Context: an optimization exercise on an open-source flow, tuned for small area and a short achievable clock period. The choices shown serve that exercise and are no tape-out recipe.
The RTL was checked by simulation tests, not by an equivalence proof against the original design.

$ cat design/flow/config.mk
export PLATFORM = sky130hd
export DESIGN_NAME = comp_pixel
export DESIGN_NICKNAME = comp_pixel
export VERILOG_FILES = /design/flow/design.v
export SDC_FILE = /design/flow/constraint.sdc
export NUM_CORES = 4
export LEC_CHECK = 0
export CAP_MARGIN = 20
export CORE_MARGIN = 2
export CORE_UTILIZATION = 40
export PLACE_DENSITY = 0.6
export SLEW_MARGIN = 20
$ cat design/flow/constraint.sdc
create_clock -name core_clock -period 55.0 [get_ports {clk}]
set_input_delay 11.0000 -clock core_clock [delete_from_list [all_inputs] [get_ports {clk}]]
set_output_delay 11.0000 -clock core_clock [all_outputs]
set_load 0.01 [all_outputs]
$ cat design/flow/design.v
module comp_bilerp (
    input  wire [15:0] t00,
    input  wire [15:0] t10,
    input  wire [15:0] t01,
    input  wire [15:0] t11,
    input  wire [7:0]  fu,
    input  wire [7:0]  fv,
    output wire [15:0] q
);
    wire [8:0]  wu0 = 9'd256 - {1'b0, fu};
    wire [8:0]  wv0 = 9'd256 - {1'b0, fv};
    wire [24:0] row0 = t00 * wu0 + t10 * fu;
    wire [24:0] row1 = t01 * wu0 + t11 * fu;
    wire [33:0] acc  = row0 * wv0 + row1 * fv + 34'd32768;
    assign q = acc[31:16];
endmodule
module comp_pixel (
    input  wire        clk,
    input  wire        rst,
    input  wire        in_valid,
    input  wire        in_on_canvas,
    input  wire [3:0]  in_layer_en,      
    input  wire        in_base_hit,      
    input  wire [15:0] in_b00,
    input  wire [15:0] in_b10,
    input  wire [15:0] in_b01,
    input  wire [15:0] in_b11,
    input  wire [7:0]  in_bfu,
    input  wire [7:0]  in_bfv,
    input  wire [15:0] in_s00,
    input  wire [15:0] in_s10,
    input  wire [15:0] in_s01,
    input  wire [15:0] in_s11,
    input  wire [7:0]  in_sfu,
    input  wire [7:0]  in_sfv,
    input  wire [15:0] in_floor,
    input  wire [15:0] in_ceil,
    input  wire [7:0]  in_crema,
    input  wire        in_stitch_en,
    input  wire [16:0] in_wn,            
    input  wire        in_unif_en,
    input  wire [15:0] in_gain,          
    output reg         out_valid,
    output reg  [15:0] out_v,
    output reg  [15:0] out_pre,
    output reg         out_sat,
    output reg         out_l3
);
    reg        r_valid;
    reg        r_on_canvas;
    reg [3:0]  r_layer_en;
    reg        r_base_hit;
    reg [15:0] r_b00, r_b10, r_b01, r_b11;
    reg [7:0]  r_bfu, r_bfv;
    reg [15:0] r_s00, r_s10, r_s01, r_s11;
    reg [7:0]  r_sfu, r_sfv;
    reg [15:0] r_floor, r_ceil;
    reg [7:0]  r_crema;
    reg        r_stitch_en;
    reg [16:0] r_wn;
    reg        r_unif_en;
    reg [15:0] r_gain;
    always @(posedge clk) begin
        if (rst)
            r_valid <= 1'b0;
        else
            r_valid <= in_valid;
    end
    always @(posedge clk) begin
        r_on_canvas <= in_on_canvas;
        r_layer_en  <= in_layer_en;
        r_base_hit  <= in_base_hit;
        r_b00 <= in_b00;  r_b10 <= in_b10;  r_b01 <= in_b01;  r_b11 <= in_b11;
        r_bfu <= in_bfu;  r_bfv <= in_bfv;
        r_s00 <= in_s00;  r_s10 <= in_s10;  r_s01 <= in_s01;  r_s11 <= in_s11;
        r_sfu <= in_sfu;  r_sfv <= in_sfv;
        r_floor     <= in_floor;
        r_ceil      <= in_ceil;
        r_crema     <= in_crema;
        r_stitch_en <= in_stitch_en;
        r_wn        <= in_wn;
        r_unif_en   <= in_unif_en;
        r_gain      <= in_gain;
    end
    wire [15:0] base_q, sig_q;
    comp_bilerp u_base (
        .t00(r_b00), .t10(r_b10), .t01(r_b01), .t11(r_b11),
        .fu(r_bfu), .fv(r_bfv), .q(base_q)
    );
    comp_bilerp u_sig (
        .t00(r_s00), .t10(r_s10), .t01(r_s01), .t11(r_s11),
        .fu(r_sfu), .fv(r_sfv), .q(sig_q)
    );
    wire [15:0] b_val = (r_layer_en[0] && r_base_hit) ? base_q : 16'd0;
    wire [15:0] s_val = r_layer_en[1] ? sig_q   : 16'd0;
    wire [7:0]  a_val = r_layer_en[2] ? r_crema : 8'd0;
    wire [15:0] f_val = r_layer_en[3] ? r_floor : 16'd0;
    wire [15:0] c_val = r_layer_en[3] ? r_ceil  : 16'hFFFF;
    wire [23:0] att_num = b_val * (8'd255 - a_val) + 24'd127;
    wire [15:0] t_val   = att_num / 24'd255;
    wire [16:0] ts_sum  = t_val + s_val;
    wire        sat_add = ts_sum[16];
    wire [15:0] ts_val  = sat_add ? 16'hFFFF : ts_sum[15:0];
    wire        l3_conf = f_val > c_val;
    wire [15:0] fl_val  = (ts_val < f_val) ? f_val : ts_val;
    wire [15:0] cl_val  = (fl_val > c_val) ? c_val : fl_val;
    wire [16:0] wn_val  = r_stitch_en ? r_wn : 17'd65536;
    wire [33:0] st_prod = cl_val * wn_val + 34'd32768;
    wire [15:0] pre_val = st_prod[31:16];
    wire [15:0] g_val   = r_unif_en ? r_gain : 16'd32768;
    wire [32:0] g_prod  = pre_val * g_val + 33'd16384;
    wire [17:0] g_q     = g_prod[32:15];
    wire        sat_g   = g_q > 18'd65535;
    wire [15:0] fin_val = sat_g ? 16'hFFFF : g_q[15:0];
    always @(posedge clk) begin
        if (rst)
            out_valid <= 1'b0;
        else
            out_valid <= r_valid;
    end
    always @(posedge clk) begin
        if (r_on_canvas) begin
            out_v   <= fin_val;
            out_pre <= pre_val;
            out_sat <= sat_add | sat_g;
            out_l3  <= l3_conf;
        end else begin
            out_v   <= 16'd0;
            out_pre <= 16'd0;
            out_sat <= 1'b0;
            out_l3  <= 1'b0;
        end
    end
endmodule
$ cat design/flow/run.sh
#!/bin/bash
# synth_recipe.tcl (not shown) runs the flow's synth.tcl, then flattens the netlist and writes it again
# the make line also repeats each setting of config.mk as NAME=value (left out here)
make -C /OpenROAD-flow-scripts/flow DESIGN_CONFIG=/design/flow/config.mk WORK_HOME=/design/flow/orfs CLKGATE_MAP_FILE= SYNTH_SCRIPT=/design/flow/synth_recipe.tcl finish
==> results.toml <==
[placed_design]
globalplace.congestion = 0.925
dp_hpwl_um = 208000
numPortBuffers = 278
place_inst = 13700
place_ws_ns = -0.0168
place_area_um2 = 99900

[route]
drc = 0
totalWireLength_um = 248000
drt-initial-drc-count = 3721
vias = 69600
vias_per_cell = 5.05
dr.pass1.iters = 5
wire_per_inst_um = 18.0
drtAntennaViolNets = 0

[clocking]
postCtsHoldBufs = 0
cts-root-buf = "clkbuf_16"
worstSkewPairLatency_ns = 0.68
cts.sinks = 277
numCtsBuffers = 40
clk_pin_slew_ns = 0.06
clockBufferDepth = 3
cts_tree = "built"
h-tree-depth = 2

[final_layout]
stdcell_area_um2 = 103000
regMostFlops = "r_wn"
multiInputGateArea_um2 = 78500
largest_reg_flops = 17
area_growth_pct = 9.71
layout-drive-gt1-share = 0.0465
final_core_util = 0.441
seq_area_um2 = 5560
num-fill-cells = 22600
final_cell_mix = "inv_1 (2350), fa_1 (2006), nand2_1 (1513)"
nNetsFinal = 13900
fin_cells = 13800
final_common_cell = "inv_1"

[die]
die-area_um2 = 238000
num_io_pins = 279
die_height_um = 487
fp.dieW_um = 487
initial_utilization = 0.402
core_um2 = 233000
num_rows = 177

[global_route]
antenna_found_initial = 7
first_global_vias = 77400
grt_max_degree = 51
gr-total-overflow = 0
grt_use_total = 0.216
grt_pass1_wl_um = 411000

[timing]
max_clock_freq_ghz = 0.0194
setup_violations = 0
slew_violations = 0
hold_ws_ns = 0.454
fin_crit_ns = 51.58
finalHoldViolations = 0
finalCritPeriodShare = 0.938
clock_skew_ns = 0.0380
worst_pin_slew_ns = 1.12
slew_headroom = 0.253
fin_ws_ns = 3.42

[critical_path]
critical_path_peak_fanout = 17
slowest_delay_ns = 0.63
path_buf_inv = 27
crit_slowest_cell = "or4_4"
required_ns = 55.59
worstPathArrival_ns = 52.17
critical_path.top_delay_family = "compound AO/OA/AOI/OAI gates"
critPathMostFrequentCell = "fa_1"
end_kind = "register"
worstSetupStartpointType = "register"
worstSetupPathType = "register to register"

[yosys]
syn_area_um2 = 93500
ys_warn_count = 1
syn_avg_cell_area_um2 = 8.84
synth_top_flop_cell = "dfxtp_1"
synth.distinct_cells = 134
synth_edf_count = 0
ys_ff_latch = 277
ys_seq_area_frac = 0.0593
syn-num-nets = 13800
async_flop_share = 0
syn_inst = 10600

[run_status]
status = "timing/DRC/antenna clean"

[flow_run]
drv_cap = 0

[hold_path]
min_path_type = "register to register"
through the flow:
| stage | setup TNS, ns |
|---|---|
| after global placement | 0 |
| after global routing | -1.78 |
| final | 0 |
| after detailed placement | -0.113 |
| after CTS | 0 |
| after floorplan | 0 |
path summary, 6_finish.rpt:
| kind | startpoint | end | slack [ns] | cells after the start |
|---|---|---|---|---|
| max | r_b11[0] | out_v[9] | 3.42 | 217 |
| min reg2reg | r_valid | out_valid | 0.45 | 1 |
| min | r_valid | out_valid | 0.45 | 1 |
| max reg2reg | r_b11[0] | out_v[9] | 3.42 | 217 |
what timing repair did:
item | in CTS | in global routing
gates cloned | 0 | 2
pin swaps | 0 | 27
resized for setup | 3 | 139
setup endpoints to repair | 16 | 17
buffers inserted | 0 | 43
area by class of cell:
class / instances / share of cell area
timing repair buffer: 470 / 0.0417
sequential: 277 / 0.0542
clock inverter: 26 / 0.00416
inverter: 2354 / 0.0862
antenna: 6 / 0.000146
multi-input combinational: 7570 / 0.766
clock buffer: 48 / 0.0105
tap: 3043 / 0.0371
worst register-to-register path, delay by kind of cell (launching register included):
family	cells	cell delay (ns)
adder cells (fa/ha/maj)	41	18.54
buffers and inverters	27	2.32
multiplexers	5	1.26
AO/OA/AOI/OAI	93	19.55
XOR/XNOR	6	1.20
flip-flops	1	0.50
AND/OR/NAND/NOR	45	8.13
cell families (layout without fill, tap and decap cells):
group,count (synthesis),count (layout),synth area share
AOI/OAI and AO/OA,850,852,0.0631
xor gates and xnor gates,366,366,0.0347
adders and majority gates,2980,2980,0.560
buffers and inverters,2726,2898,0.110
DFF,277,277,0.0593
muxes,20,20,0.00260
other,0,6,0
and+or+nand+nor,3352,3352,0.170
cells in the mapped netlist (all sizes together) (92+ instances only):
library cell	n	area share
o21bai	158	0.013
xor2	92	0.0088
fa	2006	0.43
xnor2	273	0.026
dfxtp	277	0.059
o21ai	92	0.0051
ha	972	0.13
nor2	520	0.021
inv	2353	0.094
nand2	1517	0.061
a21oi	279	0.015
clkbuf	294	0.012
and2	882	0.059
metal layers:
layer / GRT usage / vias up / part of all wire
met1: 0.276 / 35500 / 0.42
met2: 0.381 / 1827 / 0.50
met3: 0.0228 / 390 / 0.046
met5: 0 / - / 0.000077
li1: - / 31900 / -
met4: 0.0668 / 4 / 0.034

afterwards: timing with drivers on the ports:
How much do the figures lean on ideal ports? The routed layout below was timed once more, with nothing changed but the port constraints.
Step 1, drivers: a clkbuf_16 drives clk and a buf_2 each remaining input, both assumed.
Step 2 moves the port delays by t, midway between the first and last clock arrival at a register: inputs arrive t later, outputs are due t later. That takes back most of the time a late clock gives input paths.
Three values: ideal ports, drivers, drivers and shift; two values: the first two.
shift t [ns]: 0.742
setup WS [ns]: 3.417 / 3.417 / 3.417
hold WS [ns]: 0.454 / 0.454 / 0.454
worst setup path after step 2: register to register
cell pins on the clock port's net: 1
After both steps this run still meets setup and hold. The setup slack of this run moves by 0.000 ns with the drivers and by 0.000 ns with both steps.
